This is an optimization exercise on Yosys and OpenROAD, whose aim is small area and a short achievable clock period, not a production implementation.
Only simulation tests tie the RTL to the original design; equivalence was not proved.
No activity file was given, so power comes from the tool's default toggle rates.

### design.v
module bsm_casement_syn (
    input  wire [288:0] word,
    output wire [15:0]  st,      
    output wire [15:0]  sm,      
    output wire         q,       
    output wire [3:0]   dz       
);
    wire [255:0] d = word[255:0];
    wire [15:0]  tb = word[271:256];
    wire [15:0]  mb = word[287:272];
    wire         sb = word[288];
    reg [15:0] t;
    reg [15:0] m;
    integer    r, c;
    always @* begin
        for (r = 0; r < 16; r = r + 1)
            t[r] = ^d[16*r +: 16];
        for (c = 0; c < 16; c = c + 1) begin
            m[c] = 1'b0;
            for (r = 0; r < 16; r = r + 1)
                m[c] = m[c] ^ d[16*r + c];
        end
    end
    assign st = t ^ tb;
    assign sm = m ^ mb;
    assign q  = (^tb) ^ sb;
    genvar g;
    generate
        for (g = 0; g < 4; g = g + 1) begin : zq
            assign dz[g] = ~|(d[64*g+32 +: 32] | d[64*g +: 32]);
        end
    endgenerate
endmodule
module bsm_casement_cls (
    input  wire [3:0]   dz,
    input  wire [15:0]  st,
    input  wire [15:0]  sm,
    input  wire         q,
    output wire         ss,      
    output wire [2:0]   cls,     
    output wire [15:0]  er,      
    output wire         ce,      
    output wire         ue,      
    output wire         poison   
);
    assign ss = (^st) ^ q;
    wire psn = (&dz) & (&st) & (&sm) & q;
    wire zt, ot, zm, om;
    bsm_onehot16 u_t (.x(st), .z(zt), .o(ot));
    bsm_onehot16 u_m (.x(sm), .z(zm), .o(om));
    wire no_error  = zt & zm & ~q;
    wire data_err  = ot & om & ~q;
    wire corr      = (zt | ot) & (q ? zm : om);
    wire unc       = ~(psn | no_error | corr);
    assign cls    = {psn, psn | unc | (corr & ~data_err), data_err | unc};
    assign er     = st & {16{data_err}};
    assign ce     = corr;
    assign ue     = unc;
    assign poison = psn | unc;
endmodule
module bsm_onehot16 (
    input  wire [15:0] x,
    output wire        z,
    output wire        o
);
    wire [3:0] z4, o4;
    genvar g;
    generate
        for (g = 0; g < 4; g = g + 1) begin : grp
            wire a = x[4*g], b = x[4*g+1], c = x[4*g+2], e = x[4*g+3];
            assign z4[g] = ~(a | b | c | e);
            assign o4[g] = ((a ^ b) & ~(c | e)) | ((c ^ e) & ~(a | b));
        end
    endgenerate
    assign z = &z4;
    assign o = (o4[0] & z4[1] & z4[2] & z4[3]) |
               (z4[0] & o4[1] & z4[2] & z4[3]) |
               (z4[0] & z4[1] & o4[2] & z4[3]) |
               (z4[0] & z4[1] & z4[2] & o4[3]);
endmodule
module bsm_casement_fix (
    input  wire [255:0] d,
    input  wire [15:0]  er,
    input  wire [15:0]  sm,
    output wire [255:0] data
);
    genvar k;
    generate
        for (k = 0; k < 256; k = k + 1) begin : flip
            assign data[k] = d[k] ^ (er[k >> 4] & sm[k & 15]);
        end
    endgenerate
endmodule
module bsm_burst_check (
    input  wire         clk,
    input  wire         rst,           
    input  wire         in_valid,
    input  wire [639:0] in_burst,      
    input  wire [47:0]  in_addr,       
    input  wire [13:0]  in_gen,        
    output reg          out_valid,
    output reg  [511:0] out_data,      
    output reg  [2:0]   out_cls0,      
    output reg  [2:0]   out_cls1,      
    output reg  [31:0]  out_synd0,     
    output reg  [31:0]  out_synd1,     
    output reg  [1:0]   out_ss,        
    output reg  [1:0]   out_poison,    
    output reg          out_addr_mis,  
    output reg          out_gen_mis,   
    output reg          out_wb,        
    output reg  [15:0]  ce_cnt,        
    output reg  [15:0]  ue_cnt         
);
    wire [15:0] st0, sm0, st1, sm1;
    wire        q0, q1;
    wire [3:0]  dz0, dz1;
    bsm_casement_syn u_syn0 (
        .word (in_burst[288:0]),
        .st (st0), .sm (sm0), .q (q0), .dz (dz0)
    );
    bsm_casement_syn u_syn1 (
        .word (in_burst[577:289]),
        .st (st1), .sm (sm1), .q (q1), .dz (dz1)
    );
    reg         a_valid;
    reg [255:0] a_d0, a_d1;
    reg [15:0]  a_st0, a_sm0, a_st1, a_sm1;
    reg         a_q0, a_q1;
    reg [3:0]   a_dz0, a_dz1;
    reg         a_addr_mis, a_gen_mis;
    always @(posedge clk) begin
        if (rst)
            a_valid <= 1'b0;
        else
            a_valid <= in_valid;
        a_d0       <= in_burst[255:0];
        a_d1       <= in_burst[544:289];
        a_st0      <= st0;
        a_sm0      <= sm0;
        a_q0       <= q0;
        a_dz0      <= dz0;
        a_st1      <= st1;
        a_sm1      <= sm1;
        a_q1       <= q1;
        a_dz1      <= dz1;
        a_addr_mis <= (in_burst[625:578] != in_addr);
        a_gen_mis  <= (in_burst[639:626] != in_gen);
    end
    wire [2:0]   cls0, cls1;
    wire [15:0]  er0, er1;
    wire         ss0, ss1, ce0, ue0, p0, ce1, ue1, p1;
    wire [255:0] data0, data1;
    bsm_casement_cls u_cls0 (
        .dz (a_dz0), .st (a_st0), .sm (a_sm0), .q (a_q0),
        .ss (ss0), .cls (cls0), .er (er0), .ce (ce0), .ue (ue0), .poison (p0)
    );
    bsm_casement_cls u_cls1 (
        .dz (a_dz1), .st (a_st1), .sm (a_sm1), .q (a_q1),
        .ss (ss1), .cls (cls1), .er (er1), .ce (ce1), .ue (ue1), .poison (p1)
    );
    bsm_casement_fix u_fix0 (.d (a_d0), .er (er0), .sm (a_sm0), .data (data0));
    bsm_casement_fix u_fix1 (.d (a_d1), .er (er1), .sm (a_sm1), .data (data1));
    wire lintel_ok = ~a_addr_mis & ~a_gen_mis;
    wire       cnt    = a_valid & lintel_ok;
    wire [1:0] ce_inc = {cnt & ce0 & ce1, cnt & (ce0 ^ ce1)};
    wire [1:0] ue_inc = {cnt & ue0 & ue1, cnt & (ue0 ^ ue1)};
    wire [15:0] ce_next, ue_next;
    bsm_sat_add u_ce_add (.c (ce_cnt), .inc (ce_inc), .sum (ce_next));
    bsm_sat_add u_ue_add (.c (ue_cnt), .inc (ue_inc), .sum (ue_next));
    always @(posedge clk) begin
        if (rst) begin
            out_valid <= 1'b0;
            ce_cnt    <= 16'd0;
            ue_cnt    <= 16'd0;
        end else begin
            out_valid <= a_valid;
            ce_cnt    <= ce_next;
            ue_cnt    <= ue_next;
        end
        out_data     <= {data1, data0};
        out_cls0     <= cls0;
        out_cls1     <= cls1;
        out_synd0    <= {a_sm0, a_st0};
        out_synd1    <= {a_sm1, a_st1};
        out_ss       <= {ss1, ss0};
        out_poison   <= {p1, p0};
        out_addr_mis <= a_addr_mis;
        out_gen_mis  <= a_gen_mis;
        out_wb       <= lintel_ok & (ce0 | ce1);
    end
endmodule
module bsm_sat_add (
    input  wire [15:0] c,
    input  wire [1:0]  inc,
    output wire [15:0] sum
);
    wire        cmax = &c[15:1];
    wire [14:0] u    = cmax ? 15'h7FFF : c[15:1] + 15'd1;
    wire        sel_u = inc[1] | (inc[0] & c[0]);
    assign sum[15:1] = sel_u ? u : c[15:1];
    assign sum[0]    = inc[1] ? (c[0] | cmax) :
                       inc[0] ? (~c[0] | cmax) : c[0];
endmodule
### standard.sh
#!/bin/bash
# synth_recipe.tcl (not shown) runs the flow's synth.tcl, then flattens the netlist and writes it again
# the make line also repeats each setting of config.mk as NAME=value (left out here)
make -C /OpenROAD-flow-scripts/flow DESIGN_CONFIG=/design/flow/config.mk WORK_HOME=/design/flow/orfs CLKGATE_MAP_FILE= SYNTH_SCRIPT=/design/flow/synth_recipe.tcl "${@:-finish}"
### flow/run.sh
#!/bin/bash
# The standard layout, with two changes to how it is made:
#  - port buffers are buf_1 cells (the smallest buffer) instead of the
#    resizer's default pick; repair may still size them up;
#  - from clock-tree synthesis on, timing repair aims at a setup slack of
#    SETUP_MARGIN ns at the design's clock period, so the layout is
#    optimised for a shorter achieved period. The clock period and the
#    constraints are unchanged.
# Each make run's full output goes to its own log here; ORFS's per-step
# logs are under orfs/logs.
set -euo pipefail
SETUP_MARGIN=6.9
export BUFFER_PORTS_ARGS="-buffer_cell sky130_fd_sc_hd__buf_1"
bash standard.sh "BUFFER_PORTS_ARGS=$BUFFER_PORTS_ARGS" synth floorplan place \
    > make_synth_place.log 2>&1
bash standard.sh "BUFFER_PORTS_ARGS=$BUFFER_PORTS_ARGS" \
    SETUP_SLACK_MARGIN=$SETUP_MARGIN finish > make_cts_finish.log 2>&1
### constraint.sdc
create_clock -name core_clock -period 10.0 [get_ports {clk}]
set_input_delay 2.0000 -clock core_clock [delete_from_list [all_inputs] [get_ports {clk}]]
set_output_delay 2.0000 -clock core_clock [all_outputs]
set_load 0.01 [all_outputs]
### config.mk
export PLATFORM = sky130hd
export DESIGN_NAME = bsm_burst_check
export DESIGN_NICKNAME = bsm_burst_check
export VERILOG_FILES = /design/flow/design.v
export SDC_FILE = /design/flow/constraint.sdc
export NUM_CORES = 4
export LEC_CHECK = 0
export CAP_MARGIN = 20
export CORE_AREA = 45 45 335 335
export CTS_BUF_LIST = sky130_fd_sc_hd__clkbuf_16
export CTS_CLUSTER_DIAMETER = 80
export CTS_CLUSTER_SIZE = 25
export DIE_AREA = 0 0 380 380
export SLEW_MARGIN = 20
==> reports/results.txt, run 1 <==
The tightest min-delay check is of the flip-flop to flip-flop type. Counting along the longest clock path gives a buffer depth of 3. At the end of routability-driven placement, the weighted congestion stood at 0.998.

The count of fill cells added during filler insertion is 6386. Clock tree synthesis selected as its root buffer the cell clkbuf_16. After detailed routing, the number of remaining DRC violations is 0.

The power per cell area came out at 211 nW/um2. Synthesis inferred 1211 register bits. The run gives 25100 um2 as the register area. Post-route fraction of the period consumed by the critical path: 32.1%.

Synthesis handed over a netlist of 4094 instances. The die covers 144000 um2. The tools report the placeable core region as 83600 um2. STA classifies the critical path endpoint as a primary output. Each instance of the synthesized netlist takes up on average 11.0 um2.

Setup violations remaining at the end of the flow were counted as 0. Worst-path cell with the longest stage delay: dfxtp_4. Clock tree synthesis found a total of 1211 sinks. The cell area after synthesis was 45200 um2; the final critical-path required period was 3.21 ns.

During placement, the flow inserted port buffers numbering 1326. The largest stage delay on the critical path is 0.42 ns, and the sequential-to-total area share from yosys stat is 53.6%. After detailed routing, the total wire length is 279 mm. The biggest fanout along the worst timing path works out to 1. On the critical path the largest part of the delay comes from flip-flops. For this run, the number of Yosys warnings is 2. Average vias per placed instance: 5.55. Based on the critical path, the design can be clocked at up to 311 MHz. For the final database, setup skew stands at 0.0158 ns.

The number of nets in the synthesized netlist is 4866. The prevailing post-synth register cell is dfxtp_1. The total overflow reported by the global router came out at 0. The signal on the critical path passes through buf_6. The initial antenna violation count was 151; the transition time at the pin with the least slew margin was 0.901 ns. Summing all multi-input logic gate instances after layout gives 20600 um2. In the final layout, the share of cells above drive strength 1 is 27.7%. The distinct cell type count after synthesis came out at 48. Sorting the synthesized cells by how often they occur yields 1504 x xnor2_1, 1211 x dfxtp_1, 536 x nand2_1.

dfxtp_1 takes more of the synthesized area than any other cell. The critical path is of the flip-flop to primary output type. For this design the static power due to leakage is 22.0 nW. Counting flops with an async set or reset pin after synthesis yields a share of 0%. For the number of vias after detailed routing, the log shows 36915. The tools report the type of element launching the critical path as a flip-flop. The die is 380 um tall. In the post-synthesis netlist, the biggest area contributors are dfxtp_1 54%, xnor2_1 29%, nand2_1 4.5%.

Setup repair after global routing could not meet its margin everywhere. The number of enable flip-flop cells after synthesis works out to 0. The worst-case IR drop observed on VDD is 200 uV. The number of buffers and inverters on the critical path was 1; the number of design-rule violations left by the first detailed-router iteration was 3768.

The first detailed-routing pass took 5 iterations. The post-route worst setup slack is 6.79 ns. Max-cap violations in this run came to 0. Adding up every negative setup slack in the final design gives 0 ns.

The endpoint required time on the critical path was 8.00 ns; the clock transition at the registers of the reported paths was 0.10 ns. The insertion delay to the later sink of the worst-skew pair came out at 0.66 ns. The number of primary I/O pins is 1327. Once detailed placement completed, the half-perimeter wirelength came to 236 mm. OpenSTA, run right after detailed placement, puts the worst setup slack at 6.14 ns.

The final layout contains 6258 nets. Relative to the synthesized area, the layout overhead comes to 32.9%. The number of clock buffers inserted by TritonCTS is 56, and the max-slew violation count is 0. Entering global routing, the biggest net connects 34 pins. The starting utilization of the core area was 54.1%; the horizontal extent of the die was 380 um. The fraction of post-synthesis cell area in the top cell type by area was 53.6%. The quantity of hold-fixing buffers added after cts was 0. The global-route wire length before repair came out at 357 mm.

Including well taps, the total number of placed cells is 6436. The H-tree generated during clock tree synthesis spans 2 levels. The headroom to the max-slew limit was 39.5%. The hold violation total from the final report is 0, and the total routing usage reported by global routing is 34.5%. The run gives 106 as the placement row count. The most numerous cell in the Yosys netlist is xnor2_1. Data on the critical path arrives at its endpoint at 1.21 ns. The run finished with no timing, DRC or antenna violations. Excluding fillers, the count of instances in the completed layout stands at 6654.

Dividing the detail-routed wire length by the instance count gives 41.9 um. The antenna violation net count after detailed routing is 0. TritonCTS built the clock tree. For the via count of the first global-routing pass, the log shows 35627.
final timing paths:
check	start	slack, ns	cells after the start	to
hold reg to reg	a_st0[9]	0.38	0	out_synd0[9]
setup / recovery	out_ss[1]	6.79	1	out_ss[1]
hold / removal	a_st0[9]	0.38	0	out_synd0[9]
setup reg to reg	a_sm1[14]	6.95	13	ce_cnt[7]
cells in the final DEF (no fill, tap or decap), types with 57 or more instances in the layout:
master / instances
diode_2: 74
inv_1: 73
xnor2_1: 1501
xor2_1: 142
dfxtp_1: 576
buf_1: 703
ha_1: 66
buf_6: 601
clkbuf_16: 57
dfxtp_2: 598
buf_4: 95
nand2_1: 536
nor4_1: 142
metal layers:
metal	wire, um	global-route usage [%]	vias to the layer above	share of wire [%]
li1	-	-	15835	-
met1	86400	31.9	17966	31
met2	134000	58.5	2276	48
met3	39000	20.1	712	14
met4	18600	19.4	126	6.7
met5	869	0	-	0.31
stage by stage:
stage	total power, mW	hold slack (ns)	util (%)	area (um2)
after global placement	9.48	0.364	61.8	51600
after floorplan	7.71	0.350	-	45200
final	12.7	0.375	71.9	60100
after global routing	13.1	0.381	71.8	60000
after detailed placement	9.51	0.365	61.8	51600
after CTS	12.6	0.372	71.1	59400
state kept, by name (all words and copies together) (netlist names), 2 cells and up:
name / flops
out_data: 512
a_d0: 256
a_d1: 256
out_synd0: 32
out_synd1: 32
a_sm0: 16
a_sm1: 16
a_st0: 16
a_st1: 16
ce_cnt: 16
ue_cnt: 16
a_dz0: 4
a_dz1: 4
out_cls0: 3
out_cls1: 3
out_poison: 2
out_ss: 2
area by class of cell:
class / instances / area share, %
Inverter: 70 / 0.437
Tap cell: 1080 / 2.25
Clock inverter: 15 / 0.200
Multi-Input combinational cell: 2699 / 34.3
Antenna cell: 74 / 0.308
Clock buffer: 57 / 2.37
Timing Repair Buffer: 1448 / 18.2
Sequential cell: 1211 / 41.8
cell families (layout without fill, tap and decap cells):
logic type | Yosys count | in the layout | share of synthesized area (%)
multiplexers | 1 | 1 | 0.0221
XOR/XNOR | 1646 | 1646 | 31.9
flip-flops | 1211 | 1211 | 53.6
AND/OR/NAND/NOR | 873 | 875 | 9.19
AO/OA/AOI/OAI | 109 | 109 | 1.73
adder cells (fa/ha/maj) | 68 | 68 | 1.88
buffers and inverters | 186 | 1590 | 1.67
other | 0 | 74 | 0
timing repair:
item | 4_1_cts | 5_1_grt
resized for setup | 2554 | 73
buffers inserted | 50 | 18
pin swaps | 11 | 6
setup endpoints to repair | 1090 | 653
cloned | 0 | 2
where the power goes:
part / leakage (nW) / internal (mW) / total [mW] / switching, mW
combinational: 11.0 / 1.70 / 4.17 / 2.47
clock: 0.770 / 1.06 / 2.63 / 1.56
sequential: 10.2 / 5.42 / 5.90 / 0.483
==> run 2, diff against run 1 <==
--- a/flow/run.sh
+++ b/flow/run.sh
@@ -10,5 +10,5 @@
 # logs are under orfs/logs.
 set -euo pipefail
-SETUP_MARGIN=6.9
+SETUP_MARGIN=6.75
 export BUFFER_PORTS_ARGS="-buffer_cell sky130_fd_sc_hd__buf_1"
 bash standard.sh "BUFFER_PORTS_ARGS=$BUFFER_PORTS_ARGS" synth floorplan place \
==> run 2 against run 1 <==
  * Register-to-register slack worse by 0.16 ns
  * Critical path depth up 5
  * Synthesized area unchanged
  * Total power down 4.0%
  * Die area unchanged
  * First-iteration DRC count up 1.5%
  * Hold slack worse by 0.0094 ns
  * Global-route usage down 0.51 points
  * Cell count down 0.93%
  * Sequential share of layout area up 2.7 points
  * Synthesized cell count unchanged
  * Highest routed layer unchanged
==> reports/results.txt, run 2 <==
Counting the fill cells in the layout gives 7213. The height of the chip is 380 um. The setup check on the worst reg-to-reg path leaves a slack of 6.79 ns. The number of clock buffers inserted by TritonCTS is 56. In this run the remaining antenna-violating nets after routing total 0. The headroom to the max-slew limit is 33.0%. Buffers placed on the I/O ports in this run total 1326. TritonCTS built the clock tree. Setup repair after global routing could not meet its margin everywhere.

At the end of routability-driven placement, the weighted congestion stood at 0.998. The number of flip-flops under the largest register name came out at 512. In the post-synthesis netlist, the cell with the most instances is xnor2_1.

The area of the die came out at 144000 um2. The worst register-to-register path has a depth of 12. The run gives 12.2 mW as the power after layout. The cell family contributing the most delay on the critical path is XOR/XNOR gates. The horizontal extent of the die works out to 380 um. In this run the critical register-to-register path is launched from a_sm0[13]. Setup violations remaining at the end of the flow were counted as 0. The prevailing post-synth register cell is dfxtp_1. The final route contains 36513 vias.

The clock net in this run drives a total of 1211 sinks. Traced cell by cell, the critical path runs through buf_1, xor2_1, xnor2_1, xnor2_1, xnor2_1, xnor2_1. The average vias per placed instance is 5.54, and the global-route wire length before repair is 351 mm. After detailed routing, the average wire length per cell comes to 41.7 um. The initial antenna violation count is 144, and the final worst clock skew is 0.0298 ns. Number of primary I/O pins: 1327. In this run the critical register-to-register path is captured at ue_cnt[8]. After global routing the overflow that remains totals 0. STA puts the critical path data arrival time at 3.80 ns.

Clock-pin slew was measured on the worst setup and hold paths at 0.10 ns. The number of nets in the synthesized netlist is 4866, and the maximum clock frequency is 307 MHz. The final routed wirelength across all metal layers came out at 275 mm. The longest clock path from root to sink contains 3 buffers. Counting instances in the post-synthesis netlist gives the leading cell types as 1504 x xnor2_1, 1211 x dfxtp_1, 536 x nand2_1.

Dividing the final minimum period by the clock period gives 32.6%. The startpoint-to-endpoint class of the critical path is primary input to flip-flop. Yosys attributes the largest share of cell area to dfxtp_1 54%, xnor2_1 29%, nand2_1 4.5%.

Fraction of post-synthesis cell area in the top cell type by area: 53.6%. The worst hold endpoint is out_synd0[9]. Hold violation total from the final report: 0. The worst voltage drop across the vdd grid is 200 uV, and the placeable core region is 83600 um2. Most common cell after layout, fill and taps aside: xnor2_1. The register containing the most flip-flops in the final layout was out_data. STA classifies the critical path endpoint as a flip-flop.

The synthesized area per cell is 11.0 um2. The run gives 0 as the DRC violations left. The largest registers in the layout are out_data: 512 flops, a_d0: 256 flops, a_d1: 256 flops.

For the max-slew violation count, the log shows 0. Final HPWL from detailed placement: 236 mm. The power per cell area works out to 223 nW/um2.

The synthesized design contains 1211 register bits. Entering global routing, the biggest net connects 34 pins. The final critical-path required period works out to 3.26 ns. In the layout the commonest cells are 1504 x xnor2_1, 1153 x dfxtp_1, 862 x buf_1. At the worst endpoint, the required time is 10.54 ns.

Cell repeated most along the worst path: xnor2_1. In the synthesized netlist the async set-or-reset flop fraction comes to 0%. For the starting utilization of the core area, the log shows 54.1%. CTS built an H-tree with a depth of 2.

Type of element launching the critical path: a primary input. The cell sitting at the root of the clock tree is a clkbuf_16. The sequential-to-total area share from yosys stat is 53.6%, and the number of buffers and inverters on the critical path is 1. In the global route stage, overall resource usage came out at 34.0%. The synthesized design spends more area on one cell type than any other, namely dfxtp_1. Across the run, the number of max-cap violations was 0. The run gives 45200 um2 as the cell area after synthesis. The biggest fanout along the worst timing path was 4; the placement row count was 106. Quantity of hold-fixing buffers added after cts: 0. The worst hold path belongs to the class flip-flop to flip-flop. Synthesis produced a netlist whose cell count is 4094. Distinct cell type count after synthesis: 48.

At the pin with the least slew margin, the transition time is 0.998 ns. Timing analysis after detailed placement gives a worst setup slack of 6.14 ns. Count of warnings emitted by yosys: 2. The static leakage power came out at 20.0 nW.

The flow ran to the end and the layout has no timing, DRC or antenna violations. The worst-path cell with the longest stage delay was xnor2_1. Share of layout cells above drive strength 1: 13.1%. The layout net count came out at 6203. The startpoint identified for the worst hold timing path is a_st0[9]. The first-pass iteration count of the detailed router came out at 5.

Compared with the post-synthesis result, the final layout area differs by 20.9%. Setup total negative slack on the finished layout was measured at 0 ns. In this run, the number of DRC markers left after iteration 0 of detailed routing was 3823. Cell depth of the worst min-delay path: 0. The via count of the first global-routing pass is 34771. The largest stage delay on the critical path is 0.53 ns.

The post-route worst setup slack was 6.74 ns; the number of enable flip-flop cells after synthesis was 0. The later pin in the worst-skew pair is clocked with a latency of 0.67 ns.
-- run 2: cell counts after synthesis --
No cell type changed its count.
-- run 2: repair_timing --
item,in CTS,in global routing
hold endpoints to repair,0,0
gates resized for setup,612,53
cloned,0,1
setup endpoints to repair,890,189
pin swaps,3,3
buffers inserted,11,3
-- run 2: cell type report --
class / count / area, um2 / share of cell area (%)
Clock buffer: 57 / 1430 / 2.61
Antenna cell: 67 / 168 / 0.307
Clock inverter: 15 / 120 / 0.220
Multi-Input combinational cell: 2698 / 20400 / 37.4
Inverter: 70 / 263 / 0.481
Sequential cell: 1211 / 24400 / 44.5
Tap cell: 1080 / 1350 / 2.47
Timing Repair Buffer: 1394 / 6540 / 12.0
-- run 2: per-layer routing --
metal	vias up	track usage, %	share of wire [%]
met5	-	0	0.26
met4	112	17.7	5.9
met3	655	19.2	14
met2	2195	58.0	48
met1	17839	32.0	32
li1	15712	-	-
-- run 2: cells by family after synthesis --
kind of cell | count (synthesis) | synth area share [%]
buf+inv | 186 | 1.67
mux | 1 | 0.0221
flops | 1211 | 53.6
compound gates | 109 | 1.73
xor+xnor | 1646 | 31.9
fa+ha+maj | 68 | 1.88
simple gates | 873 | 9.19
-- run 2: worst max-delay path by stage --
stage	from	depth (start not counted)	to	slack, ns
2_1_floorplan	a_sm0[12]	17	ce_cnt[8]	6.84
3_3_place_gp	in_burst[127]	6	a_sm0[15]	6.14
3_5_place_dp	in_burst[127]	6	a_sm0[15]	6.14
4_1_cts	out_ss[1]	1	out_ss[1]	6.74
5_1_grt	a_sm1[0]	11	ue_cnt[5]	6.65
6_report	in_burst[406]	6	a_sm1[5]	6.74
-- run 2: report_power, final --
group          switching (mW)  internal [mW]  total (mW)
sequential              0.455           5.36        5.82
clock                    1.56           1.06        2.63
combinational            2.38           1.35        3.74
-- run 2: through the flow --
step / hold WS (ns) / instances / instance area [um2] / util [%]
3_5_place_dp: 0.365 / 6436 / 51600 / 61.8
6_report: 0.366 / 6592 / 54700 / 65.4
5_1_grt: 0.382 / 6567 / 54600 / 65.4
2_1_floorplan: 0.350 / 4094 / 45200 / -
4_1_cts: 0.379 / 6519 / 54300 / 65.0
3_3_place_gp: 0.364 / 6436 / 51600 / 61.8
==> run 3, diff against run 2 <==
--- a/flow/run.sh
+++ b/flow/run.sh
@@ -10,5 +10,5 @@
 # logs are under orfs/logs.
 set -euo pipefail
-SETUP_MARGIN=6.75
+SETUP_MARGIN=6.6
 export BUFFER_PORTS_ARGS="-buffer_cell sky130_fd_sc_hd__buf_1"
 bash standard.sh "BUFFER_PORTS_ARGS=$BUFFER_PORTS_ARGS" synth floorplan place \
==> run 3 against run 2 <==
  * Critical endpoint is now out_data[278]
  * Largest power group unchanged
  * Clock power hardly changed
  * Non-clock buffer count is 4 lower
  * Flip-flop and latch count stayed put
  * First-iteration DRC count is 6.8% lower
  * Critical path type is now flip-flop to primary output
  * Worst setup slack worse by 0.14 ns
  * Clock skew is 0.00074 ns lower
==> reports/results.txt, run 3 <==
During placement, the flow inserted port buffers numbering 1326. The highest metal layer used by the detailed router was met5. TritonCTS built the clock tree. The final HPWL from detailed placement was 236 mm.

The setup check on the worst reg-to-reg path leaves a slack of 6.68 ns. The library cell used most frequently in the layout, excluding fill and tap cells, is xnor2_1. Leaving out fill and tap cells, the most frequent cells in the layout are 1504 x xnor2_1, 1210 x buf_1, 1199 x dfxtp_1. The run gives 1211 as the count of clock tree sinks.

In this run the worst setup path begins at out_data[278]. Dominant combinational cell family by area after synthesis: XOR/XNOR gates. Buffers inserted during clock tree synthesis total 56. The die is 380 um wide. The post-route fraction of the period consumed by the critical path was 34.0%.

The area of the die is 144000 um2, and the number of nets in the synthesized netlist is 4866. After detailed routing, the met3 layer carries 36.7 mm of wire. For the pin with the worst max-slew slack, the measured transition is 1.02 ns. The worst min-delay path category is flip-flop to flip-flop. The origin of the worst min-delay path is a_st1[0]. In this run the critical register-to-register path is launched from a_sm0[13]. The largest registers in the layout are out_data: 512 flops, a_d0: 256 flops, a_d1: 256 flops. The tools report the endpoint class of the critical path as a primary output. The placeable core region was 83600 um2. The tools report the type of element launching the critical path as a flip-flop.

During I/O placement, the number of pins put on the boundary was 1327. Clock-pin slew was measured on the worst setup and hold paths at 0.10 ns. Biggest fanout along the worst timing path: 1. Summed over all failing endpoints, the final setup total negative slack is 0 ns. The logs give 0 for the setup-violating endpoint count in the final report and 0 for the hold violation total from the final report. For the pin count of the biggest net entering global routing, the log shows 34. The first global-routing pass estimated 350 mm of wire. Global routing consumed, over all layers together, 33.9% of the routing resources. Prevailing post-synth register cell: dfxtp_1. For the number of design-rule violations left by the first detailed-router iteration, the log shows 3564. The register area is 24300 um2, and the layout net count is 6198. The synthesized netlist devotes 9.19% of its cell area to simple gates. In this design, the largest share of critical-path delay is due to buffers and inverters.

The wire length on met1 is 88.1 mm. The count of warnings emitted by yosys was 2. In this design, the stage delay of the slowest critical-path cell is 0.41 ns. At the worst endpoint, the arrival time is 1.40 ns. The most numerous cell in the Yosys netlist was xnor2_1.

The synthesized netlist devotes 1.73% of its cell area to compound gates. The average vias per placed instance was 5.52. After synthesis, the share of cell area in mux cells is 0.0221%. The tools report the maximum buffer depth of the clock tree as 3.

The final worst clock skew was 0.0291 ns. Once placement completed, the tool counted placed cells totaling 6436. Library cell occupying the most area in the post-synthesis netlist: dfxtp_1. Synthesis produced 4094 cells. In this run the clock root is driven by a clkbuf_16. Worst reg-to-reg path cell count: 12. The startpoint-to-endpoint class of the critical path was flip-flop to primary output. The logs give 0.378 ns for the worst hold slack after final layout and 0 for the DRC violations left.

The tool flagged a number of max-cap violations equal to 0. After synthesis, flip-flops and latches occupy 53.6% of the total area. The share of layout cells above drive strength 1 is 5.64%. Counting the fill cells in the layout gives 7299.

Static timing analysis puts the maximum clock frequency at 294 MHz. After synthesis, the mean cell area works out to 11.0 um2. In the post-synthesis netlist, the biggest area contributors are dfxtp_1 54%, xnor2_1 29%, nand2_1 4.5%. In this run the remaining antenna-violating nets after routing total 0.

The mapped netlist covers 45200 um2. For this run the aggregate overflow at the end of global routing stands at 0. The area occupied by multi-input gates is 20400 um2. The run gives 0 as the max-slew violation count. Once the floorplan was initialized, standard cells occupied 54.1% of the core. The register containing the most flip-flops in the final layout is out_data. The cell depth of the worst min-delay path is 0. The pre-antenna-repair detailed-routing pass consisted of 5 iterations. The adder-cell share of the synthesized area is 1.88%. The number of vias after detailed routing was 36360. The insertion delay to the later sink of the worst-skew pair came out at 0.67 ns.

The flow ran to the end and the layout has no timing, DRC or antenna violations. The number of enable flip-flop cells after synthesis works out to 0. Ranked by instance count, the synthesized netlist is headed by 1504 x xnor2_1, 1211 x dfxtp_1, 536 x nand2_1. The critical path depth works out to 1.

The share of flip-flops with an asynchronous set or reset after synthesis came out at 0%. The number of flip-flops under the largest register name came out at 512. The floorplan has 106 rows. The via count of the first global-routing pass was 34565. In this run the critical register-to-register path is captured at ue_cnt[8]. After detailed routing, the total wire length is 274 mm.

The flop and latch count out of synthesis is 1211, and the distinct cell type count after synthesis is 48. After detailed routing, the average wire length per cell comes to 41.6 um. The congestion estimate from routability-driven global placement came to 0.998. The non-filler instance count after layout came out at 6590. Power per cell area: 225 nW/um2. Worst hold endpoint: out_synd1[0]. The largest individual stage delay along the critical path comes from the cell buf_1.

Number of buffers and inverters on the critical path: 1. The critical path goes through buf_1. For this design the static power due to leakage is 18.9 nW.

The logs give 145 for the initial antenna violation count and 2 for the number of H-tree levels. The final critical-path required period works out to 3.40 ns. The worst-case IR drop observed on VDD is 199 uV. For the worst setup path, the data required time is 8.00 ns.

The XOR/XNOR share of the synthesized area is 31.9%. The headroom to the max-slew limit is 31.7%, and the fraction of post-synthesis cell area in the top cell type by area is 53.6%. Setup repair after global routing could not meet its margin everywhere. The routed design uses 133 mm of met2 wire. The height of the chip came out at 380 um. The area added between synthesis and finish was 18.9%.
run 3: cell counts after synthesis:
Identical to the previous run, type by type.
run 3: per-layer routing:
metal	track usage, %	vias up
li1	-	15698
met1	32.3	17805
met2	57.9	2136
met3	19.0	617
met4	17.0	104
met5	0	-
run 3: worst max path at each step:
stage                               end  slack, ns
after global routing          ue_cnt[8]       6.59
after CTS                 out_data[273]       6.60
final                     out_data[278]       6.60
after floorplan               ce_cnt[8]       6.84
after global placement        a_sm0[15]       6.14
after detailed placement      a_sm0[15]       6.14
run 3: final cells by class:
cell class | count | area share, %
Timing Repair Buffer | 1390 | 10.6
Clock buffer | 57 | 2.65
Tap cell | 1080 | 2.51
Sequential cell | 1211 | 45.2
Clock inverter | 15 | 0.224
Inverter | 70 | 0.489
Antenna cell | 70 | 0.326
Multi-Input combinational cell | 2697 | 38.0
run 3: stage by stage:
stage | util (%) | cell area [um2] | power (mW) | worst slack (ns)
after floorplan | - | 45200 | 7.71 | 6.84
after global placement | 61.8 | 51600 | 9.48 | 6.14
after detailed placement | 61.8 | 51600 | 9.51 | 6.14
after CTS | 63.8 | 53300 | 12.1 | 6.60
after global routing | 64.2 | 53700 | 12.5 | 6.59
final | 64.3 | 53700 | 12.1 | 6.60
run 3: cell families after synthesis:
group	count (synthesis)
muxes	1
xor gates and xnor gates	1646
AOI/OAI and AO/OA	109
adders and majority gates	68
DFF	1211
and+or+nand+nor	873
buffers and inverters	186
run 3: timing repair:
action / 4_1_cts / 5_1_grt
gates resized for setup: 116 / 29
endpoints found under the setup margin: 289 / 62
endpoints found under the hold margin: 0 / 0
pin swaps: 0 / 5
setup buffers: 0 / 10
hold buffers: 0 / 0
run 3: where the power goes:
group          internal [mW]  switching [mW]
registers               5.36           0.453
clock network           1.06            1.56
logic                   1.28            2.37
total                   7.71            4.39
==> run 4, diff against run 3 <==
--- a/config.mk
+++ b/config.mk
@@ -7,8 +7,9 @@
 export LEC_CHECK = 0
 export CAP_MARGIN = 20
-export CORE_AREA = 45 45 335 335
+export CORE_AREA = 55 55 325 325
 export CTS_BUF_LIST = sky130_fd_sc_hd__clkbuf_16
 export CTS_CLUSTER_DIAMETER = 80
 export CTS_CLUSTER_SIZE = 25
 export DIE_AREA = 0 0 380 380
+export PLACE_DENSITY = 0.8
 export SLEW_MARGIN = 20
==> run 4 against run 3 <==
  * Critical path depth did not move
  * First-iteration DRC count increased by 40%
  * Clock-buffer cell count is 1 higher
  * Still clean
  * Maximum frequency decreased by 0.46%
  * Total power up 1.5%
  * Clock power barely moved
  * Critical endpoint is now out_data[172]
  * Non-clock buffer count shrank 2
  * Via count grew 6.9%
  * Register-to-register slack better by 0.08 ns
==> reports/results.txt, run 4 <==
The worst setup path is launched from a flip-flop. The die covers 144000 um2. The tightest min-delay check is of the flip-flop to flip-flop type.

Largest stage delay on the critical path: 0.41 ns. Compared with the post-synthesis result, the final layout area differs by 18.5%. The run gives 36.4% as the total routing usage reported by global routing. Headroom to the max-slew limit came out at 26.2%. Capture point of the worst reg-to-reg path: ue_cnt[3]. The first-pass iteration count of the detailed router is 5. The setup path with the least slack is of type flip-flop to primary output. The multiplexer share of the synthesized area is 0.0221%, and the number of instances in the placed design is 6315. The clock arrives with 0.0195 ns of skew. The congestion estimate from routability-driven global placement came to 1.09.

The count of warnings emitted by yosys came out at 2. The share of synthesized area in the top cell type comes to 53.6%. For this block, the routed nets add up to 300 mm of wire.

The placement row count is 98. Layer carrying the most global-route usage: met2. The launch point of the worst path was out_data[172]. The insertion delay to the later sink of the worst-skew pair is 0.68 ns, and the final critical-path required period is 3.41 ns. Walking the worst path, the cells encountered are buf_1. Counting every instance in the synthesized netlist gives 4094. Summed over all cells, the static leakage comes to 18.9 nW. The setup TNS after final layout is 0 ns, and the count of fill cells added during filler insertion is 5331. Summing the areas of all compound-gate instances in the mapped netlist gives 1.73% of the synthesized area. Clock-pin slew was measured on the worst setup and hold paths at 0.11 ns.

Across the VDD grid, the largest voltage drop is 183 uV. For this block, the initial DRC count from the detailed router was 4988. The number of nets in the synthesized netlist came out at 4866. Entering global routing, the biggest net connects 34 pins. The category of cells accounting for the largest share of critical-path delay is buffers and inverters. The endpoint class of the critical path is a primary output.

In this run the mean area of a mapped cell was 11.0 um2. The most numerous cell in the Yosys netlist is xnor2_1. Sorting the synthesized cells by area gives the leading types as dfxtp_1 54%, xnor2_1 29%, nand2_1 4.5%. Data arrives at the worst endpoint at 1.41 ns. For met2 alone, demand over resource in global routing was 58.5%. For the post-route worst setup slack, the log shows 6.59 ns. Of the total synthesized cell area, the portion taken by XOR and XNOR cells is 31.9%. Setup violations remaining at the end of the flow were counted as 0. For the number of primary I/O pins, the log shows 1327. The largest individual stage delay along the critical path comes from the cell buf_1. The setup slack after placement is 6.07 ns.

Across the run, the number of max-cap violations was 0. In the final routed layout, each cell accounts on average for 46.4 um. For this run, global-route usage on met1 was measured as 33.4%.

The worst reg-to-reg path cell count is 10, and the average vias per placed instance is 6.02. The transition time at the pin with the least slew margin was 1.10 ns; the height of the chip was 380 um. The count of input and output buffers is 1326, and the initial antenna violation count is 233.

Dividing total power by cell area gives a power density of 229 nW/um2. Number of buffers and inverters on the critical path: 1. The biggest fanout along the worst timing path was 1; the share of flip-flops with an asynchronous set or reset after synthesis was 0%. Number of enable flip-flop cells after synthesis: 0.

For the via count of the first global-routing pass, the log shows 36210. After synthesis, flip-flops and latches occupy 53.6% of the total area. Summed over all layers, the global routing overflow is 0.

Cell area after synthesis: 45200 um2. The adder-cell share of the synthesized area works out to 1.88%. The global routing met3 resource utilization is 21.7%. Register containing the most flip-flops in the final layout: out_data. The die is 380 um wide. Sorting the synthesized cells by how often they occur yields 1504 x xnor2_1, 1211 x dfxtp_1, 536 x nand2_1.

In this run the worst setup path terminates at out_data[172]. The final HPWL from detailed placement was 260 mm. The run gives 0 as the antenna violation net count after detailed routing.

Once the floorplan was initialized, standard cells occupied 62.9% of the core. After layout, the worst path uses 34.1% of the clock period. For the number of vias after detailed routing, the log shows 38884. Synthesis inferred 1211 register bits. The tree is rooted in a clkbuf_16. dfxtp_1 takes more of the synthesized area than any other cell. The max-slew violation count is 0, and the count of clock tree sinks is 1211. Based on the critical path, the design can be clocked at up to 293 MHz. The non-filler instance count after layout is 6464, and the number of clock buffers inserted by TritonCTS is 56.

In the synthesized netlist the dominant register cell turns out to be dfxtp_1. The startpoint identified for the worst register-to-register timing path is a_sm0[14]. Setup repair after global routing could not meet its margin everywhere. TritonCTS built the clock tree. The DRC violations left was 0.

The largest registers in the layout are out_data: 512 flops, a_d0: 256 flops, a_d1: 256 flops. The number of flip-flops under the largest register name is 512. The logs give 6.76 ns for the internal reg-to-reg setup slack and 0 for the hold violation total from the final report.

The run finished with no timing, DRC or antenna violations. The share of layout cells above drive strength 1 works out to 6.40%. The most common cell after layout, fill and taps aside is xnor2_1. The tools report the global-route wire length before repair as 378 mm.

Summing the areas of all and, or, nand and nor instances in the mapped netlist gives 9.19% of the synthesized area. For this run, the post-layout net count is 6196. The critical path depth was 1; the maximum buffer depth of the clock tree was 3.

The top cell types in the final layout, fill and taps aside, are 1504 x xnor2_1, 1199 x dfxtp_1, 1167 x buf_1. Placeable core region: 71900 um2. The distinct cell type count after synthesis is 48, and the number of H-tree levels is 2. The dominant combinational cell family by area after synthesis is XOR/XNOR gates.

STA puts the critical path data required time at 8.00 ns.
-- run 4: cell counts after synthesis --
Identical to the previous run, type by type.
-- run 4: worst reg2reg max path, delay by kind of cell, from the launching register on --
kind	cells	cell delay, ns
fa+ha+maj	1	0.46
flops	1	0.33
buf+inv	2	0.50
compound gates	4	0.93
simple gates	3	0.93
-- run 4: worst min-delay path by stage --
stage                     startpoint       endpoint  slack (ns)  cells after the start
after global routing        a_st1[1]   out_synd1[1]        0.39                      0
after detailed placement    a_st1[1]   out_synd1[1]        0.37                      0
after global placement     a_st0[12]  out_synd0[12]        0.37                      0
after CTS                   a_st1[1]   out_synd1[1]        0.39                      0
after floorplan             a_sm0[7]  out_synd0[23]        0.35                      0
final                       a_st1[1]   out_synd1[1]        0.36                      0
-- run 4: area by class of cell --
| cell class | instances | area [um2] | share of cell area, % |
|---|---|---|---|
| Multi-Input combinational cell | 2697 | 20400 | 38.1 |
| Antenna cell | 76 | 190 | 0.355 |
| Clock buffer | 58 | 1450 | 2.71 |
| Timing Repair Buffer | 1388 | 5660 | 10.6 |
| Clock inverter | 14 | 131 | 0.245 |
| Sequential cell | 1211 | 24300 | 45.3 |
| Inverter | 70 | 263 | 0.490 |
| Tap cell | 950 | 1190 | 2.22 |
-- run 4: routing by layer --
layer,wire (um),up-vias,part of all wire [%]
met1,88100,18499,29
met4,27600,258,9.2
met3,46600,1161,16
li1,-,15703,-
met5,1640,-,0.55
met2,136000,3263,45
-- run 4: through the flow --
step	hold WS [ns]	power (mW)	utilization [%]	instance area, um2
5_1_grt	0.392	12.5	74.5	53500
3_5_place_dp	0.366	9.59	71.7	51500
4_1_cts	0.387	12.1	74.2	53300
3_3_place_gp	0.365	9.53	71.7	51500
2_1_floorplan	0.350	7.71	-	45200
6_report	0.363	12.3	74.6	53600
-- run 4: cells by family (layout without fill, tap and decap cells) --
kind of cell,Yosys count,in the layout
adders and majority gates,68,68
and+or+nand+nor,873,873
DFF,1211,1211
xor gates and xnor gates,1646,1646
buffers and inverters,186,1530
other,0,76
muxes,1,1
AOI/OAI and AO/OA,109,109
-- run 4: repair_timing --
action | 4_1_cts | 5_1_grt
buffers inserted | 0 | 1
setup endpoints to repair | 198 | 39
resized for setup | 167 | 22
pin swaps | 0 | 1
hold buffers | 0 | 0
-- run 4: where the power goes --
part           switching, mW  leakage (nW)  internal (mW)
combinational           2.49          7.92           1.30
clock                   1.56         0.780           1.08
sequential             0.480          10.2           5.36
==> run 5, diff against run 4 <==
--- a/config.mk
+++ b/config.mk
@@ -7,9 +7,8 @@
 export LEC_CHECK = 0
 export CAP_MARGIN = 20
-export CORE_AREA = 55 55 325 325
+export CORE_AREA = 30 30 350 350
 export CTS_BUF_LIST = sky130_fd_sc_hd__clkbuf_16
 export CTS_CLUSTER_DIAMETER = 80
 export CTS_CLUSTER_SIZE = 25
 export DIE_AREA = 0 0 380 380
-export PLACE_DENSITY = 0.8
 export SLEW_MARGIN = 20
==> run 5 against run 4 <==
  * Still clean
  * Register-to-register slack got worse by 0.07 ns
  * First-iteration DRC count decreased by 30%
  * Clock skew increased by 0.0045 ns
  * Synthesized area unchanged
  * Worst setup slack improved by 0.024 ns
  * Clock power increased by 4%
  * Combinational power decreased by 5.5%
  * Cell count increased by 5.7%
  * Synthesized cell count unchanged
==> reports/results.txt, run 5 <==
After layout, the worst path uses 33.9% of the clock period. The worst hold path begins at a_st1[0]. Across the run, the number of max-cap violations was 0. Yosys attributes the largest share of cell area to dfxtp_1 54%, xnor2_1 29%, nand2_1 4.5%.

The critical path starts at out_synd1[3]. At the later pin of the worst-skew pair, clock insertion delay measures 0.71 ns. Hold timing on the final database bottoms out at a slack of 0.383 ns. The worst reg-to-reg path cell count was 12. The cell area after synthesis was 45200 um2.

In this run the critical register-to-register path is captured at ce_cnt[14]. Final critical-path required period: 3.39 ns. In the routed design, unresolved DRC markers number 0.

The post-route worst setup slack is 6.61 ns, and the data arrival time of the critical path is 1.39 ns. For the static leakage power, the log shows 19.1 nW. The hold violation total from the final report is 0. Cell depth of the worst min-delay path: 0.

On the worst path, the slowest cell contributes a delay of 0.47 ns. The headroom to the max-slew limit was 25.4%. The floorplan step defined a die boundary enclosing 144000 um2. Most common cell after layout, fill and taps aside: xnor2_1. The share of total power consumed by net switching was 36.2%. The final layout contains routed wiring with a total length of 252 mm. On the critical path, the stage with the largest delay is an instance of dfxtp_1. The horizontal extent of the die is 380 um, and the placeable core region is 101000 um2. TritonCTS built the clock tree. The initial antenna violation count was 70. Of the cells placed in the final design, the portion with a size suffix greater than 1 is 6.72%.

Per report_power, the combinational group accounts for 29.3% of the total. The internal portion of the total power is 7.80 mW. Distinct cell type count after synthesis: 48. The final route contains 35276 vias. In the final routed layout, each cell accounts on average for 36.8 um.

For this run, the number of Yosys warnings is 2. Number of primary I/O pins: 1327. The detailed router finished its first iteration with 3507 violations. The logs give 295 MHz for the maximum clock frequency and 330 mm for the global-route wire length before repair. The sequential-to-total area share from yosys stat came out at 53.6%. Number of buffers and inverters on the critical path: 1. The number of H-tree levels was 2. In the routed layout, each cell is associated on average with a via count of 5.16.

The number of cells produced by synthesis is 4094, and the via count of the first global-routing pass is 34847. Setup repair after global routing could not meet its margin everywhere. The flow ran to the end and the layout has no timing, DRC or antenna violations. In this run the biggest area consumer among cell types represents 53.6% of the synthesized area.

Walking the worst path, the cells encountered are buf_4. The tools report the total overflow reported by the global router as 0. In this run, synthesis produced a sequential element count of 1211.

Setup violations remaining at the end of the flow were counted as 0. The startpoint of the worst register-to-register path was a_st1[6]. In the final timing run, aggregate negative setup slack is 0 ns. The cell sitting at the root of the clock tree is a clkbuf_16.

The logs give 3 for the maximum buffer depth of the clock tree and 6201 for the layout net count. The worst hold path terminates at out_synd1[0]. The floorplan step set the die height to 380 um. The type of element launching the critical path was a flip-flop. For this design, the CTS-stage hold fixing added 0 buffers. The path class of the tightest hold or removal check is flip-flop to flip-flop. The tools report the switching power as 4.42 mW.

For this design the ratio of total power to cell area is 225 nW/um2. The run gives 48.1% as the share of power burned in registers. In this run, synthesis inferred 0 flip-flops with an integrated enable.

In the final layout, the registers with the most flip-flops are out_data: 512 flops, a_d0: 256 flops, a_d1: 256 flops. Summed over all instances, the cell type with the most area after synthesis is dfxtp_1. The library cells used most frequently in the layout, excluding fill and tap cells, are 1504 x xnor2_1, 1191 x buf_1, 1168 x dfxtp_1. Entering global routing, the biggest net connects 34 pins. Among cell families on the critical path, the largest total delay comes from flip-flops. The prevailing post-synth register cell was dfxtp_1. The critical path is of the flip-flop to primary output type.

STA classifies the critical path endpoint as a primary output. For the clock network fraction of design power, the log shows 22.5%. In this run the tool buffered the top-level ports with 1326 buffer cells.

The internal reg-to-reg setup slack is 6.69 ns, and the worst voltage drop across the vdd grid is 200 uV. Sorting the synthesized cells by how often they occur yields 1504 x xnor2_1, 1211 x dfxtp_1, 536 x nand2_1. At the placement stage, the worst setup path has a slack of 6.09 ns. The routability congestion estimate was 0.978.

Counting every sink on the clock net gives 1211. Dividing the synthesized area by the synthesized cell count gives 11.0 um2. The final HPWL from detailed placement came out at 214 mm.

The final worst clock skew was 0.0240 ns; the biggest fanout along the worst timing path was 1. The area growth from synthesis to layout is 20.0%. The most numerous cell in the Yosys netlist was xnor2_1. The logs give 44.9% for the starting utilization of the core area and 0 for the max-slew violation count. Row generation in the floorplan step produced 116 rows. In the synthesized netlist the async set-or-reset flop fraction comes to 0%.

The pre-antenna-repair detailed-routing pass consisted of 7 iterations. The number of nets in the synthesized netlist is 4866, and the number of flip-flops under the largest register name is 512. Clock tree synthesis inserted a total of 57 buffers. The clock transition at the registers of the reported paths came out at 0.10 ns. The transition time at the pin with the least slew margin came out at 1.11 ns. For this run, the total global-route usage over all layers was measured as 32.0%. The detail route stage leaves a number of antenna-violating nets equal to 0. out_data holds more flip-flops than any other register. The endpoint required time on the critical path is 8.00 ns.
==> run 5: cell count changes in the layout (fill, tap and decap cells not counted), sizes merged <==
cell,delta
diode,-45
inv,+7
buf,+6
clkinv,-5
clkbuf,-2
and2,+1
bufinv,+1
clkinvlp,-1
==> run 5: cell families (layout without fill, tap and decap cells) <==
group           after synthesis  after routing  share of synthesized area [%]
simple gates                873            874                           9.19
other cells                   0             31                              0
xor+xnor                   1646           1646                           31.9
buf+inv                     186           1536                           1.67
mux                           1              1                         0.0221
flops                      1211           1211                           53.6
fa+ha+maj                    68             68                           1.88
compound gates              109            109                           1.73
==> run 5: through the flow <==
| step | cells | area [um2] | total power, mW | util [%] |
|---|---|---|---|---|
| floorplan | 4094 | 45200 | 7.71 | - |
| global placement | 6713 | 52000 | 9.51 | 51.6 |
| detailed placement | 6713 | 52000 | 9.53 | 51.6 |
| CTS | 6799 | 54100 | 12.2 | 53.7 |
| global route | 6812 | 54200 | 12.6 | 53.8 |
| finish | 6833 | 54300 | 12.2 | 53.9 |
==> run 5: repair_timing <==
item	4_1_cts	5_1_grt
setup endpoints to repair	374	92
setup buffers	11	2
cloned	0	1
gates resized for setup	178	37
pin swaps	4	2
==> run 5: area by class of cell <==
cell class,count,area [um2]
Multi-Input combinational cell,2698,20500
Timing Repair Buffer,1391,5750
Inverter,70,263
Tap cell,1357,1700
Clock inverter,16,180
Antenna cell,31,77.6
Sequential cell,1211,24300
Fill cell,9320,46500
Clock buffer,59,1480
==> run 5: power groups by stage <==
stage                     Clock [mW]  Sequential (mW)  Combinational (mW)
after floorplan                    0             5.78                1.93
after global placement             0             5.97                3.54
after detailed placement           0             5.97                3.56
after CTS                       2.77             5.87                3.60
after global routing            2.93             5.92                3.77
final                           2.75             5.88                3.58
==> run 5: worst max-delay path by stage <==
| stage | endpoint | slack (ns) | cells past startpoint |
|---|---|---|---|
| 6_report | out_synd1[3] | 6.61 | 1 |
| 5_1_grt | ue_cnt[8] | 6.58 | 12 |
| 3_5_place_dp | a_sm0[13] | 6.09 | 6 |
| 4_1_cts | out_data[422] | 6.60 | 1 |
| 3_3_place_gp | a_sm0[13] | 6.05 | 6 |
| 2_1_floorplan | ce_cnt[8] | 6.84 | 17 |
==> run 5: routing by layer <==
| metal | up-vias | global-route usage, % | wire length [um] |
|---|---|---|---|
| met3 | 455 | 11.1 | 23900 |
| met2 | 1751 | 56.3 | 125000 |
| met4 | 68 | 14.5 | 13200 |
| met5 | - | 0 | 386 |
| li1 | 15667 | - | - |
| met1 | 17335 | 33.8 | 89200 |
==> run 6, diff against run 5 <==
--- a/flow/run.sh
+++ b/flow/run.sh
@@ -10,5 +10,5 @@
 # logs are under orfs/logs.
 set -euo pipefail
-SETUP_MARGIN=6.6
+SETUP_MARGIN=6.8
 export BUFFER_PORTS_ARGS="-buffer_cell sky130_fd_sc_hd__buf_1"
 bash standard.sh "BUFFER_PORTS_ARGS=$BUFFER_PORTS_ARGS" synth floorplan place \
--- a/config.mk
+++ b/config.mk
@@ -9,6 +9,6 @@
 export CORE_AREA = 30 30 350 350
 export CTS_BUF_LIST = sky130_fd_sc_hd__clkbuf_16
-export CTS_CLUSTER_DIAMETER = 80
-export CTS_CLUSTER_SIZE = 25
+export CTS_CLUSTER_DIAMETER = 90
+export CTS_CLUSTER_SIZE = 28
 export DIE_AREA = 0 0 380 380
 export SLEW_MARGIN = 20
==> run 6 against run 5 <==
  * Still clean
  * Hold slack worse by 0.0050 ns
  * Synthesized area stayed put
  * Cell area up 9.2%
  * Via count rose by 1.7%
  * Critical path depth stayed put
  * Cell count is 0.89% higher
  * Worst setup slack improved by 0.14 ns
  * Routed wire length is 1.2% higher
  * Core utilization increased by 5.0 points
  * Sequential share of layout area is 2.5 points lower
  * Highest routed layer unchanged
==> reports/results.txt, run 6 <==
The layout net count was 6256; the via count of the first global-routing pass was 35445. Power comes to 12.5 mW. In this run the tightest slew margin relative to its limit is 31.5%. Dividing the detail-routed wire length by the instance count gives 36.9 um. The average instance in the mapped netlist occupies 11.0 um2. TritonCTS built the clock tree. The critical path goes through buf_6. The number of enable flip-flop cells after synthesis came out at 0.

The kind of cell with the highest combined delay along the critical path is flip-flops. The placed instances occupy a cell area of 52000 um2. The run gives 44.9% as the starting utilization of the core area. Setup repair after global routing could not meet its margin everywhere.

The worst setup path is captured at a primary output. After Yosys synthesis, and, or, nand and nor cells account for 9.19% of the synthesized area. The height of the chip is 380 um.

The area added between synthesis and finish came out at 31.1%. Worst min-delay path category: flip-flop to flip-flop. The startpoint-to-endpoint class of the critical path is flip-flop to primary output.

Dividing the detail-routed via count by the number of cells gives 5.21. The cell area after synthesis is 45200 um2. The run gives 0 as the max capacitance violation total. At the placement stage, the worst setup path has a slack of 6.09 ns.

The number of buffers and inverters on the critical path is 1. Including well taps, the total number of placed cells is 6713. The register with the most flip-flops in the layout has 512 of them. The count of input and output buffers was 1326; the internal reg-to-reg setup slack was 6.84 ns. Excluding fillers, the count of instances in the completed layout stands at 6894. The prevailing post-synth register cell was dfxtp_1. Ranked by flip-flop count, first place goes to out_data. Measured on the finished design, the core utilization comes to 58.8%. The count of nets left with antenna violations once routing finished came out at 0. Summing the areas of all xor and xnor instances in the mapped netlist gives 31.9% of the synthesized area. Summed over all nets, the half-perimeter wirelength after detailed placement is 214 mm. The logs give 59300 um2 for the finished layout cell area and 333 mm for the global-route wire length before repair. Dividing total power by cell area gives a power density of 211 nW/um2. The setup-violating endpoint count in the final report is 0. The maximum buffer depth of the clock tree is 3, and the sequential-to-total area share from yosys stat is 53.6%. The tools report the routability congestion estimate as 0.978. In the final layout, the registers with the most flip-flops are out_data: 512 flops, a_d0: 256 flops, a_d1: 256 flops.

After detailed routing, the number of remaining DRC violations is 0. After floorplanning, the core was sized to cover 101000 um2. The horizontal extent of the die works out to 380 um. By instance count, the leading cell after synthesis is xnor2_1. The total routing usage reported by global routing was 32.2%; the number of design-rule violations left by the first detailed-router iteration was 3677. Largest stage delay on the critical path: 0.42 ns. Cells with a size suffix above 1 make up 24.2% of the layout.

By area the synthesized netlist is led by dfxtp_1 54%, xnor2_1 29%, nand2_1 4.5%. The tools report the count of fill cells added during filler insertion as 8688. Clock-pin slew was measured on the worst setup and hold paths at 0.11 ns. In the synthesized netlist, the number of instances is 4094. Internal power comes to 8.04 mW. The master cell of the clock root buffer was clkbuf_16. The data arrival time of the critical path is 1.25 ns, and the static leakage power is 21.7 nW.

Measured against the total synthesized area, the mux share comes to 0.0221%. At the later pin of the worst-skew pair, clock insertion delay measures 0.70 ns. For this design the total switching power over the nets is 4.47 mW. The number of H-tree levels was 2; the count of clock tree sinks was 1211. Of the total synthesized cell area, the portion taken by full adders, half adders and majority gates is 1.88%. Synthesized-area fraction occupied by ao, oa, aoi and oai cells: 1.73%.

For this run, the number of Yosys warnings is 2. The worst hold slack after final layout is 0.378 ns. The tools report the type of element launching the critical path as a flip-flop. The logs give 0 for the hold violation total from the final report and 146 uV for the worst voltage drop across the vdd grid.

The share of flip-flops with an asynchronous set or reset after synthesis is 0%. For the first-pass iteration count of the detailed router, the log shows 7. The tools report the number of primary I/O pins as 1327. The clock network fraction of design power is 21.1%. The commonest cells after synthesis are 1504 x xnor2_1, 1211 x dfxtp_1, 536 x nand2_1. The post-route fraction of the period consumed by the critical path was 32.5%; the share of total power consumed by net switching was 35.7%. The fraction of post-synthesis cell area in the top cell type by area is 53.6%.

The post-route worst setup slack was 6.75 ns; the biggest fanout along the worst timing path was 1. TritonCTS created 52 clock buffers. Entering global routing, the biggest net connects 34 pins.

Leaving out fill and tap cells, the most frequent cells in the layout are 1504 x xnor2_1, 761 x dfxtp_1, 704 x buf_1. For the total overflow reported by the global router, the log shows 0. By area, the combinational part of the netlist is dominated by XOR/XNOR gates.

The distinct cell type count after synthesis was 48; the number of nets in the synthesized netlist was 4866. The logs give 0.0387 ns for the final worst clock skew and 116 for the placement row count. Summing over every cut layer, the via total after detailed routing is 35889. The tools report the initial antenna violation count as 79. The final critical-path required period works out to 3.25 ns.

The flop and latch count out of synthesis works out to 1211. For this run, the top clock speed supported by timing is 308 MHz. The flow ran to the end and the layout has no timing, DRC or antenna violations. The slowest stage of the critical path is the dfxtp_4 cell. The share of power burned in registers came out at 47.5%. The run gives 0 as the max-slew violation count.

For the endpoint required time on the critical path, the log shows 8.00 ns. The largest total area in the synthesized netlist belongs to dfxtp_1. The transition time at the pin with the least slew margin is 1.02 ns. The floorplan step defined a die boundary enclosing 144000 um2. After detailed routing, the total wire length is 254 mm.

The most common cell after layout, fill and taps aside is xnor2_1. The combinational cell fraction of total power came out at 31.4%. Setup total negative slack on the finished layout was measured at 0 ns.
-- run 6: power groups by stage --
stage	clock (mW)	combinational (mW)	sequential, mW
finish	2.64	3.93	5.94
global route	2.83	4.11	5.98
CTS	2.66	3.84	5.93
detailed placement	0	3.56	5.97
global placement	0	3.54	5.97
floorplan	0	1.93	5.78
-- run 6: kinds of logic after synthesis --
logic type,count (synthesis)
xor gates and xnor gates,1646
muxes,1
adders and majority gates,68
AOI/OAI and AO/OA,109
DFF,1211
and+or+nand+nor,873
buffers and inverters,186
-- run 6: timing repair --
action,in CTS,in global routing
setup endpoints to repair,905,519
pin swaps,8,11
buffers inserted,50,22
hold buffers,0,0
resized for setup,1848,367
gates cloned,1,1
-- run 6: path summary, 6_finish.rpt --
check / startpoint / endpoint / cells after the start
max: out_synd0[11] / out_synd0[11] / 1
min: a_st0[5] / out_synd0[5] / 0
max reg2reg: a_sm0[13] / ue_cnt[9] / 14
min reg2reg: a_st0[5] / out_synd0[5] / 0
-- run 6: metal layers --
metal	vias up	track usage, %	share of wire (%)
met1	17731	34.0	35
met4	76	13.7	5.1
li1	15780	-	-
met2	1838	57.1	50
met3	464	11.5	9.7
met5	-	0	0.17
-- run 6: cell type report --
type / count / area (um2) / share of cell area (%)
clock buffer: 53 / 1330 / 2.24
antenna: 40 / 100 / 0.169
clock inverter: 14 / 179 / 0.302
multi-input combinational: 2699 / 20600 / 34.8
inverter: 70 / 263 / 0.443
tap: 1357 / 1700 / 2.86
sequential: 1211 / 25100 / 42.3
timing repair buffer: 1450 / 10000 / 16.9
==> run 7, diff against run 6 <==
--- a/flow/run.sh
+++ b/flow/run.sh
@@ -10,5 +10,5 @@
 # logs are under orfs/logs.
 set -euo pipefail
-SETUP_MARGIN=6.8
+SETUP_MARGIN=6.6
 export BUFFER_PORTS_ARGS="-buffer_cell sky130_fd_sc_hd__buf_1"
 bash standard.sh "BUFFER_PORTS_ARGS=$BUFFER_PORTS_ARGS" synth floorplan place \
==> run 7 against run 6 <==
  * Still clean
  * Flip-flop and latch count stayed put
  * Register-to-register slack worse by 0.14 ns
  * Non-clock buffer count is 58 lower
  * Worst setup slack worse by 0.13 ns
  * Routed wire length is 1.2% lower
  * Total power is 3.2% lower
  * Critical path type unchanged
  * Highest routed layer unchanged
==> reports/results.txt, run 7 <==
The region available for standard cell placement spans 101000 um2. In the synthesized netlist the async set-or-reset flop fraction comes to 0%. For the final database, setup skew stands at 0.0342 ns. Derived from the worst setup path, the maximum achievable clock frequency is 296 MHz. Share of layout cells above drive strength 1: 6.47%.

Synthesized area per cell: 11.0 um2. The cell area that synthesis handed to floorplanning was 45200 um2. The number of buffers and inverters on the critical path is 1, and the power per cell area is 224 nW/um2.

Setup repair after global routing left no endpoint under its margin. The hold violation total from the final report was 0. The utilization of the core after routing was 53.7%.

The max capacitance violation total came out at 0. The largest total area in the synthesized netlist belongs to dfxtp_1. The endpoint required time on the critical path is 8.00 ns. Clock-pin slew was measured on the worst setup and hold paths at 0.11 ns.

In the final routed layout, each cell accounts on average for 36.8 um. The number of instances in the placed design is 6713. The synthesized netlist devotes 31.9% of its cell area to XOR and XNOR gates. The flow ran to the end and the layout has no timing, DRC or antenna violations. The run gives 6829 as the non-filler instance count after layout.

For the final routed database, the setup TNS stands at 0 ns. Routability-driven placement finished with a final weighted congestion of 0.978. Clock tree synthesis found a total of 1211 sinks. IR analysis of the VDD net gives a maximum drop of 143 uV. For this run, design rule violations remaining after detail routing come to 0. The total routing usage reported by global routing is 32.0%. During I/O placement, the number of pins put on the boundary was 1327. The area of the die was 144000 um2. Among all flip-flop cells after synthesis, the most frequent one is dfxtp_1.

The net count of the finished layout is 6197. Before antenna repair, the detailed router went through 5 iterations. The horizontal extent of the die works out to 380 um.

The layout has 9349 filler cells. Relative to the synthesized area, the layout overhead comes to 19.6%. Power after layout: 12.1 mW.

Biggest fanout along the worst timing path: 1. The met2 routing resource usage after global routing is 56.4%. The most common cell in the synthesized netlist is xnor2_1. The setup slack after placement came out at 6.09 ns. The worst-path cell with the longest stage delay is dfxtp_1. Global routing consumed, on the met3 layer, 11.6% of the routing resources. The top cell types in the final layout, fill and taps aside, are 1504 x xnor2_1, 1197 x buf_1, 1171 x dfxtp_1. The routing usage on met1 came out at 33.7%. The worst setup path is of the flip-flop to primary output kind. The run gives 34 as the pin count of the biggest net entering global routing. Category of cells accounting for the largest share of critical-path delay: flip-flops.

The starting utilization of the core area is 44.9%, and the static leakage power is 18.9 nW. out_data holds more flip-flops than any other register. The synthesized netlist devotes 1.73% of its cell area to compound gates. The tools report the placed standard-cell area as 52000 um2. For the insertion delay to the later sink of the worst-skew pair, the log shows 0.69 ns.

The routed design could run at a clock period as short as 3.38 ns. For this run, the register share of the synthesized area comes to 53.6%. Synthesis produced a netlist whose cell count is 4094.

The run gives 0.386 ns as the worst hold slack after final layout. In the routed layout, each cell is associated on average with a via count of 5.18. After layout, the worst path uses 33.8% of the clock period. The post-route worst setup slack was 6.62 ns; the flop and latch count out of synthesis was 1211.

STA classifies the critical path endpoint as a primary output. The fraction of post-synthesis cell area in the top cell type by area is 53.6%, and the initial antenna violation count is 72. The commonest cells after synthesis are 1504 x xnor2_1, 1211 x dfxtp_1, 536 x nand2_1. Wires add up to 251 mm.

The run gives 3643 as the number of design-rule violations left by the first detailed-router iteration. The run gives 0 as the max-slew violation count. In this run the clock root is driven by a clkbuf_16. The layer carrying the most global-route usage is met2. For the total overflow reported by the global router, the log shows 0. Of the total synthesized cell area, the portion taken by full adders, half adders and majority gates is 1.88%. Yosys printed 2 warnings. Walking the worst path, the cells encountered are buf_2.

Dominant combinational cell family by area after synthesis: XOR/XNOR gates. The first global-routing pass estimated 329 mm of wire. The type of element launching the critical path was a flip-flop. The tools report the number of nets in the synthesized netlist as 4866. Synthesis instantiated 48 different standard cells from the library. The number of enable flip-flop cells after synthesis came out at 0. The run gives 34799 as the via count of the first global-routing pass. In the final layout, the registers with the most flip-flops are out_data: 512 flops, a_d0: 256 flops, a_d1: 256 flops. The library cell used most frequently in the layout, excluding fill and tap cells, is xnor2_1. The tools report the number of H-tree levels as 2. TritonCTS built the clock tree. The routed layout has 35352 vias.

At the pin with the least slew margin, the transition time is 1.07 ns. The placement row count is 116. In the post-synthesis netlist, the biggest area contributors are dfxtp_1 54%, xnor2_1 29%, nand2_1 4.5%. In the final layout, flip-flops and latches occupy 24300 um2.

Measured along the y axis, the die boundary spans 380 um. The register with the most flip-flops in the layout has 512 of them. The run gives 20500 um2 as the area occupied by multi-input gates. Simple-gate portion of the synthesized area: 9.19%. The clock passes through at most 3 buffers.

The finished cells cover 54100 um2. The count of input and output buffers is 1326, and the multiplexer share of the synthesized area is 0.0221%. In this run, post-CTS hold repair placed 0 buffers. The count of nets left with antenna violations once routing finished came out at 0. The tools report the final HPWL from detailed placement as 214 mm.

In this run the tightest slew margin relative to its limit is 28.3%. The data arrival time of the critical path is 1.38 ns. Setup violations remaining at the end of the flow were counted as 0.

In this run, CTS created clock tree buffers numbering 52. The largest single stage delay on the critical path is 0.48 ns. The worst hold path belongs to the class flip-flop to flip-flop.
## run 7: cell counts after synthesis
No cell type changed its count.
## run 7: where the power goes
group | switching (mW) | internal (mW) | total, mW
registers | 0.517 | 5.37 | 5.89
logic | 2.29 | 1.30 | 3.59
clock network | 1.60 | 1.03 | 2.64
## run 7: kinds of logic after synthesis
| logic type | count (synthesis) |
|---|---|
| XOR/XNOR | 1646 |
| flip-flops | 1211 |
| AND/OR/NAND/NOR | 873 |
| buffers and inverters | 186 |
| AO/OA/AOI/OAI | 109 |
| adder cells (fa/ha/maj) | 68 |
| multiplexers | 1 |
## run 7: what timing repair did
action / in CTS / in global routing
pin swaps: 4 / 2
setup buffers: 13 / 1
gates cloned: 0 / 1
endpoints found under the setup margin: 364 / 100
gates resized for setup: 156 / 49
## run 7: per-layer routing
layer  part of all wire (%)  vias up
met2                     50     1798
met1                     35    17388
met3                    9.9      435
met4                    5.0       68
met5                   0.15        -
li1                       -    15663
## run 7: path summary, 6_finish.rpt
path / start / end / slack (ns) / cells after the start
setup / recovery: out_data[14] / out_data[14] / 6.62 / 1
hold reg to reg: a_st0[12] / out_synd0[12] / 0.39 / 0
hold / removal: a_st0[12] / out_synd0[12] / 0.39 / 0
setup reg to reg: a_st1[6] / ce_cnt[7] / 6.70 / 12
## run 7: area by class of cell
class,count,share of cell area (%)
clock buffer,53,2.45
antenna,34,0.157
clock inverter,14,0.331
timing repair buffer,1392,10.5
sequential,1211,45.0
inverter,70,0.486
tap,1357,3.14
multi-input combinational,2698,37.9

[re-timing with driven ports]
How much do the figures lean on ideal ports? The routed layouts below were timed once more, with nothing changed but the port constraints.
Step 1: set_driving_cell puts a clkbuf_16 on clk and a buf_2 on each other input, an assumption about the parent block.
Step 2 moves the port delays by t, midway between the first and last clock arrival at a register: inputs arrive t later, outputs are due t later. That takes back most of the time a late clock gives input paths.
a / b / c = ideal ports / drivers / drivers and shift; a / b = the first two.
| run | shift t [ns] | setup WS [ns] | worst setup path at the end | slew at the worst register clock pin (ns) |
|---|---|---|---|---|
| run 1 | 0.739 | 6.785 / 6.701 / 6.145 | input to register | 0.11 / 0.11 |
| run 2 | 0.736 | 6.741 / 6.679 / 6.004 | input to register | 0.10 / 0.10 |
| run 3 | 0.730 | 6.603 / 6.526 / 6.031 | input to register | 0.10 / 0.10 |
| run 4 | 0.748 | 6.588 / 6.505 / 5.856 | input to register | 0.11 / 0.11 |
| run 5 | 0.782 | 6.611 / 6.528 / 6.028 | input to register | 0.11 / 0.11 |
| run 6 | 0.764 | 6.752 / 6.668 / 6.013 | input to register | 0.11 / 0.11 |
| run 7 | 0.756 | 6.620 / 6.538 / 6.011 | input to register | 0.11 / 0.11 |
After both steps setup and hold are still met in every run listed. The setup slack of run 6, which loses most, moves by -0.084 ns with the drivers and by -0.739 ns with both steps.
